Context: an optimization exercise on an open-source flow, tuned for small area and a short achievable clock period. The choices shown serve that exercise and are no tape-out recipe.
Power and IR drop assume default switching activity.

== JK ==
// row_ecc
module row_ecc (
    input  wire        clk,
    input  wire        in_valid,
    input  wire [71:0] word,        
    input  wire        eraen,       
    input  wire [6:0]  ecol,        
    input  wire        wr,          
    input  wire [63:0] wdata,       
    input  wire [63:0] wmask,       
    output reg         out_valid,
    output reg  [71:0] rword,       
    output wire        ue,          
    output wire        upset,       
    output wire [1:0]  ncorr,       
    output wire [6:0]  ccol,        
    output reg         ecbad,       
    output wire [71:0] wword        
);
    function [7:0] h;
        input [6:0] j;
        begin
            case (j)
                7'd0:  h = 8'h07; 7'd1:  h = 8'h0B; 7'd2:  h = 8'h0D; 7'd3:  h = 8'h0E;
                7'd4:  h = 8'h13; 7'd5:  h = 8'h15; 7'd6:  h = 8'h16; 7'd7:  h = 8'h19;
                7'd8:  h = 8'h1A; 7'd9:  h = 8'h1C; 7'd10: h = 8'h23; 7'd11: h = 8'h25;
                7'd12: h = 8'h26; 7'd13: h = 8'h29; 7'd14: h = 8'h2A; 7'd15: h = 8'h2C;
                7'd16: h = 8'h31; 7'd17: h = 8'h32; 7'd18: h = 8'h34; 7'd19: h = 8'h38;
                7'd20: h = 8'h43; 7'd21: h = 8'h45; 7'd22: h = 8'h46; 7'd23: h = 8'h49;
                7'd24: h = 8'h4A; 7'd25: h = 8'h4C; 7'd26: h = 8'h51; 7'd27: h = 8'h52;
                7'd28: h = 8'h54; 7'd29: h = 8'h58; 7'd30: h = 8'h61; 7'd31: h = 8'h62;
                7'd32: h = 8'h64; 7'd33: h = 8'h68; 7'd34: h = 8'h70; 7'd35: h = 8'h83;
                7'd36: h = 8'h85; 7'd37: h = 8'h86; 7'd38: h = 8'h89; 7'd39: h = 8'h8A;
                7'd40: h = 8'h8C; 7'd41: h = 8'h91; 7'd42: h = 8'h92; 7'd43: h = 8'h94;
                7'd44: h = 8'h98; 7'd45: h = 8'hA1; 7'd46: h = 8'hA2; 7'd47: h = 8'hA4;
                7'd48: h = 8'hA8; 7'd49: h = 8'hB0; 7'd50: h = 8'hC1; 7'd51: h = 8'hC2;
                7'd52: h = 8'hC4; 7'd53: h = 8'hC8; 7'd54: h = 8'hD0; 7'd55: h = 8'hE0;
                7'd56: h = 8'h1F; 7'd57: h = 8'h2F; 7'd58: h = 8'h37; 7'd59: h = 8'h3B;
                7'd60: h = 8'h3D; 7'd61: h = 8'h3E; 7'd62: h = 8'hF1; 7'd63: h = 8'hF2;
                7'd64: h = 8'h01; 7'd65: h = 8'h02; 7'd66: h = 8'h04; 7'd67: h = 8'h08;
                7'd68: h = 8'h10; 7'd69: h = 8'h20; 7'd70: h = 8'h40; 7'd71: h = 8'h80;
  ...
Size in the first run: roughly 1,400 cells after synthesis, roughly 160 flip-flops, ~370 I/O pins, roughly 13,000 um2 of cells after synthesis.
==> module row_ecc, before the edit <==
module row_ecc (
    input  wire        clk,
    input  wire        in_valid,
    input  wire [71:0] word,        
    input  wire        eraen,       
    input  wire [6:0]  ecol,        
    input  wire        wr,          
    input  wire [63:0] wdata,       
    input  wire [63:0] wmask,       
    output reg         out_valid,
    output reg  [71:0] rword,       
    output wire        ue,          
    output wire        upset,       
    output wire [1:0]  ncorr,       
    output wire [6:0]  ccol,        
    output reg         ecbad,       
    output wire [71:0] wword        
);
    function [7:0] h;
        input [6:0] j;
        begin
            case (j)
                7'd0:  h = 8'h07; 7'd1:  h = 8'h0B; 7'd2:  h = 8'h0D; 7'd3:  h = 8'h0E;
                7'd4:  h = 8'h13; 7'd5:  h = 8'h15; 7'd6:  h = 8'h16; 7'd7:  h = 8'h19;
                7'd8:  h = 8'h1A; 7'd9:  h = 8'h1C; 7'd10: h = 8'h23; 7'd11: h = 8'h25;
                7'd12: h = 8'h26; 7'd13: h = 8'h29; 7'd14: h = 8'h2A; 7'd15: h = 8'h2C;
                7'd16: h = 8'h31; 7'd17: h = 8'h32; 7'd18: h = 8'h34; 7'd19: h = 8'h38;
                7'd20: h = 8'h43; 7'd21: h = 8'h45; 7'd22: h = 8'h46; 7'd23: h = 8'h49;
                7'd24: h = 8'h4A; 7'd25: h = 8'h4C; 7'd26: h = 8'h51; 7'd27: h = 8'h52;
                7'd28: h = 8'h54; 7'd29: h = 8'h58; 7'd30: h = 8'h61; 7'd31: h = 8'h62;
                7'd32: h = 8'h64; 7'd33: h = 8'h68; 7'd34: h = 8'h70; 7'd35: h = 8'h83;
                7'd36: h = 8'h85; 7'd37: h = 8'h86; 7'd38: h = 8'h89; 7'd39: h = 8'h8A;
                7'd40: h = 8'h8C; 7'd41: h = 8'h91; 7'd42: h = 8'h92; 7'd43: h = 8'h94;
                7'd44: h = 8'h98; 7'd45: h = 8'hA1; 7'd46: h = 8'hA2; 7'd47: h = 8'hA4;
                7'd48: h = 8'hA8; 7'd49: h = 8'hB0; 7'd50: h = 8'hC1; 7'd51: h = 8'hC2;
                7'd52: h = 8'hC4; 7'd53: h = 8'hC8; 7'd54: h = 8'hD0; 7'd55: h = 8'hE0;
                7'd56: h = 8'h1F; 7'd57: h = 8'h2F; 7'd58: h = 8'h37; 7'd59: h = 8'h3B;
                7'd60: h = 8'h3D; 7'd61: h = 8'h3E; 7'd62: h = 8'hF1; 7'd63: h = 8'hF2;
                7'd64: h = 8'h01; 7'd65: h = 8'h02; 7'd66: h = 8'h04; 7'd67: h = 8'h08;
                7'd68: h = 8'h10; 7'd69: h = 8'h20; 7'd70: h = 8'h40; 7'd71: h = 8'h80;
                default: h = 8'h00;
            endcase
        end
    endfunction
    integer j;
    reg [7:0] syn;
    always @(*) begin
        syn = 8'h00;
        for (j = 0; j < 72; j = j + 1)
            if (word[j]) syn = syn ^ h(j[6:0]);
    end
    wire       era_ok = eraen && (ecol <= 7'd71);
    wire       nz     = |syn;
    wire [7:0] s2     = syn ^ h(ecol);    
    wire [15:0] lo1, hi1, lo2, hi2;
    genvar v;
    generate
        for (v = 0; v < 16; v = v + 1) begin : g_nib
            assign lo1[v] = (syn[3:0] == v);
            assign hi1[v] = (syn[7:4] == v);
            assign lo2[v] = (s2[3:0] == v);
            assign hi2[v] = (s2[7:4] == v) && era_ok;
        end
    endgenerate
    reg [71:0] m1, m2, f;
    reg [6:0]  idx;                       
    reg [7:0]  c;
    always @(*) begin
        idx = 7'd0;
        for (j = 0; j < 72; j = j + 1) begin
            c     = h(j[6:0]);
            m1[j] = lo1[c[3:0]] && hi1[c[7:4]];
            m2[j] = lo2[c[3:0]] && hi2[c[7:4]];
            f[j]  = m1[j] || (m2[j] && nz);
            if (m1[j] || m2[j]) idx = idx | j[6:0];
        end
    end
    wire single = |m1;
    wire dbl    = nz && (|m2);
    reg [71:0] flip;
    always @(*) begin
        for (j = 0; j < 72; j = j + 1)
            flip[j] = f[j] || (dbl && (ecol == j[6:0]));
    end
    wire [71:0] rpart = word ^ flip;
    wire [63:0] mpart = (wdata & wmask) | (rpart[63:0] & ~wmask);
    reg [63:0] mpart_q;
    reg [6:0]  idx_q, ecol_q;
    reg        single_q, dbl_q, nz_q, fw_q;
    always @(posedge clk) begin
        out_valid <= in_valid;
        nz_q      <= nz;
        fw_q      <= wr && (&wmask);
        ecbad     <= eraen && (ecol > 7'd71);
        rword     <= rpart;
        mpart_q   <= mpart;
        idx_q     <= idx;
        ecol_q    <= ecol;
        single_q  <= single;
        dbl_q     <= dbl;
    end
    function [7:0] encode;
        input [63:0] d;
        integer k;
        begin
            encode = 8'h00;
            for (k = 0; k < 64; k = k + 1)
                if (d[k]) encode = encode ^ h(k[6:0]);
        end
    endfunction
    assign ue    = nz_q && !single_q && !dbl_q;
    assign upset = nz_q && !single_q && !dbl_q && !fw_q;
    assign wword = {encode(mpart_q), mpart_q};
    assign ncorr = {dbl_q, single_q};
    assign ccol  = single_q ? idx_q : !dbl_q ? 7'd0 : (idx_q < ecol_q) ? idx_q : ecol_q;
endmodule
export LEC_CHECK = 0
export CAP_MARGIN = 20
export CORE_MARGIN = 2
export CORE_UTILIZATION = 30
export SLEW_MARGIN = 20
export TNS_END_PERCENT = 0
create_clock -name core_clock -period 14.0 [get_ports {clk}]
standard.sh (not shown) runs the stock make flow with config.mk's settings and CLKGATE_MAP_FILE= SYNTH_SCRIPT=/design/flow/synth_recipe.tcl, a recipe that flattens the netlist after the stock synthesis.
==> flow/flow/run.sh <==
#!/bin/bash
set -o pipefail
export BUFFER_PORTS_ARGS="-buffer_cell sky130_fd_sc_hd__buf_1"
export SETUP_SLACK_MARGIN=7
bash standard.sh > standard.log 2>&1
The inputs of PW differ from those of JK as listed below.
==> flow/design.v <==
module row_ecc (
    input  wire        clk,
    input  wire        in_valid,
    input  wire [71:0] word,        
    input  wire        eraen,       
    input  wire [6:0]  ecol,        
    input  wire        wr,          
    input  wire [63:0] wdata,       
    input  wire [63:0] wmask,       
    output reg         out_valid,
    output wire [71:0] rword,       
    output reg         ue,          
    output reg         upset,       
    output wire [1:0]  ncorr,       
    output wire [6:0]  ccol,        
    output reg         ecbad,       
    output wire [71:0] wword        
);
    function [7:0] h;
        input [6:0] j;
        begin
            case (j)
                7'd0:  h = 8'h07; 7'd1:  h = 8'h0B; 7'd2:  h = 8'h0D; 7'd3:  h = 8'h0E;
                7'd4:  h = 8'h13; 7'd5:  h = 8'h15; 7'd6:  h = 8'h16; 7'd7:  h = 8'h19;
                7'd8:  h = 8'h1A; 7'd9:  h = 8'h1C; 7'd10: h = 8'h23; 7'd11: h = 8'h25;
                7'd12: h = 8'h26; 7'd13: h = 8'h29; 7'd14: h = 8'h2A; 7'd15: h = 8'h2C;
                7'd16: h = 8'h31; 7'd17: h = 8'h32; 7'd18: h = 8'h34; 7'd19: h = 8'h38;
                7'd20: h = 8'h43; 7'd21: h = 8'h45; 7'd22: h = 8'h46; 7'd23: h = 8'h49;
                7'd24: h = 8'h4A; 7'd25: h = 8'h4C; 7'd26: h = 8'h51; 7'd27: h = 8'h52;
                7'd28: h = 8'h54; 7'd29: h = 8'h58; 7'd30: h = 8'h61; 7'd31: h = 8'h62;
                7'd32: h = 8'h64; 7'd33: h = 8'h68; 7'd34: h = 8'h70; 7'd35: h = 8'h83;
                7'd36: h = 8'h85; 7'd37: h = 8'h86; 7'd38: h = 8'h89; 7'd39: h = 8'h8A;
                7'd40: h = 8'h8C; 7'd41: h = 8'h91; 7'd42: h = 8'h92; 7'd43: h = 8'h94;
                7'd44: h = 8'h98; 7'd45: h = 8'hA1; 7'd46: h = 8'hA2; 7'd47: h = 8'hA4;
                7'd48: h = 8'hA8; 7'd49: h = 8'hB0; 7'd50: h = 8'hC1; 7'd51: h = 8'hC2;
                7'd52: h = 8'hC4; 7'd53: h = 8'hC8; 7'd54: h = 8'hD0; 7'd55: h = 8'hE0;
                7'd56: h = 8'h1F; 7'd57: h = 8'h2F; 7'd58: h = 8'h37; 7'd59: h = 8'h3B;
                7'd60: h = 8'h3D; 7'd61: h = 8'h3E; 7'd62: h = 8'hF1; 7'd63: h = 8'hF2;
                7'd64: h = 8'h01; 7'd65: h = 8'h02; 7'd66: h = 8'h04; 7'd67: h = 8'h08;
                7'd68: h = 8'h10; 7'd69: h = 8'h20; 7'd70: h = 8'h40; 7'd71: h = 8'h80;
                default: h = 8'h00;
            endcase
        end
    endfunction
    integer j;
    reg [7:0] syn;
    always @(*) begin
        syn = 8'h00;
        for (j = 0; j < 72; j = j + 1)
            if (word[j]) syn = syn ^ h(j[6:0]);
    end
    wire       era_ok = eraen && (ecol <= 7'd71);
    wire       nz     = |syn;
    wire [7:0] s2     = syn ^ h(ecol);    
    wire       g2     = era_ok && nz;
    wire [15:0] lo1, hi1, lo2, hi2;
    genvar v;
    generate
        for (v = 0; v < 16; v = v + 1) begin : g_nib
            assign lo1[v] = (syn[3:0] == v);
            assign hi1[v] = (syn[7:4] == v);
            assign lo2[v] = (s2[3:0] == v);
            assign hi2[v] = (s2[7:4] == v) && g2;
        end
    endgenerate
    reg [71:0] m1, m2, f;
    reg [6:0]  idx;                       
    reg [7:0]  c;
    always @(*) begin
        idx = 7'd0;
        for (j = 0; j < 72; j = j + 1) begin
            c     = h(j[6:0]);
            m1[j] = lo1[c[3:0]] && hi1[c[7:4]];
            m2[j] = lo2[c[3:0]] && hi2[c[7:4]];
            f[j]  = m1[j] || m2[j];
            if (f[j]) idx = idx | j[6:0];
        end
    end
    wire single = |m1;
    wire dbl    = |m2;
    wire ok     = single || dbl || !nz;
    wire [71:0] rpart = word ^ f;
    wire [63:0] mpart = (wdata & wmask) | (rpart[63:0] & ~wmask);
    reg [71:0] rpart_q;
    reg [63:0] mpart_q;
    reg [6:0]  idx_q, ecol_q;
    reg        single_q, dbl_q, dblm_q;
    always @(posedge clk) begin
        out_valid <= in_valid;
        ue        <= !ok;
        upset     <= !ok && !(wr && (&wmask));
        ecbad     <= eraen && (ecol > 7'd71);
        rpart_q   <= rpart;
        mpart_q   <= mpart;
        idx_q     <= idx;
        ecol_q    <= ecol;
        single_q  <= single;
        dbl_q     <= dbl;
        dblm_q    <= dbl && (ecol < 7'd64) && !wmask[ecol[5:0]];
    end
    function [7:0] encode;
        input [63:0] d;
        integer k;
        begin
            encode = 8'h00;
            for (k = 0; k < 64; k = k + 1)
                if (d[k]) encode = encode ^ h(k[6:0]);
        end
    endfunction
    reg [71:0] fe, fem;
    always @(*) begin
        for (j = 0; j < 72; j = j + 1) begin
            fe[j]  = dbl_q  && (ecol_q == j[6:0]);
            fem[j] = dblm_q && (ecol_q == j[6:0]);
        end
    end
    wire [63:0] lanes = mpart_q ^ fem[63:0];
    assign rword = rpart_q ^ fe;
    assign wword = {encode(lanes), lanes};
    assign ncorr = {dbl_q, single_q};
    assign ccol  = single_q ? idx_q : !dbl_q ? 7'd0 : (idx_q < ecol_q) ? idx_q : ecol_q;
endmodule
Notes after the runs:
PW against JK: critical path depth fell 5, cell count rose 8.7%, power drawn by the clock network fell 12%, well-tap cell count rose 76, number of gates given a new drive strength after cts fell about 90%.
Comparing JK and PW, the lower first-iteration DRC count was measured on JK.
No run of this note included a check of the RTL's function; only the layout flow was run.

[re-timing with driven ports]
How much do the figures lean on ideal ports? The routed layouts below were timed once more, with nothing changed but the port constraints.
Step 1 assumes that a clkbuf_16 drives the clock port and a buf_2 every other input.
Step 2 times the ports against the registers' clock, not the clock port: input delays grow and output delays shrink by t, the midpoint of the rising clock arrivals with the driver on.
Slacks: ideal ports / drivers / drivers and shift; pairs: ideal ports / drivers.
run	t, ns	setup WS [ns]	worst register clock-pin slew, ns	worst data-port slew with drivers (ns)	pins driven straight from the clock port
JK	0.505	6.705 / 6.685 / 6.180	0.08 / 0.08	0.16	1
PW	0.500	6.848 / 6.876 / 6.375	0.08 / 0.08	0.07	1
After both steps every run listed still meets setup and hold. The setup slack of JK, which loses most, moves by -0.020 ns with the drivers and by -0.525 ns with both steps.
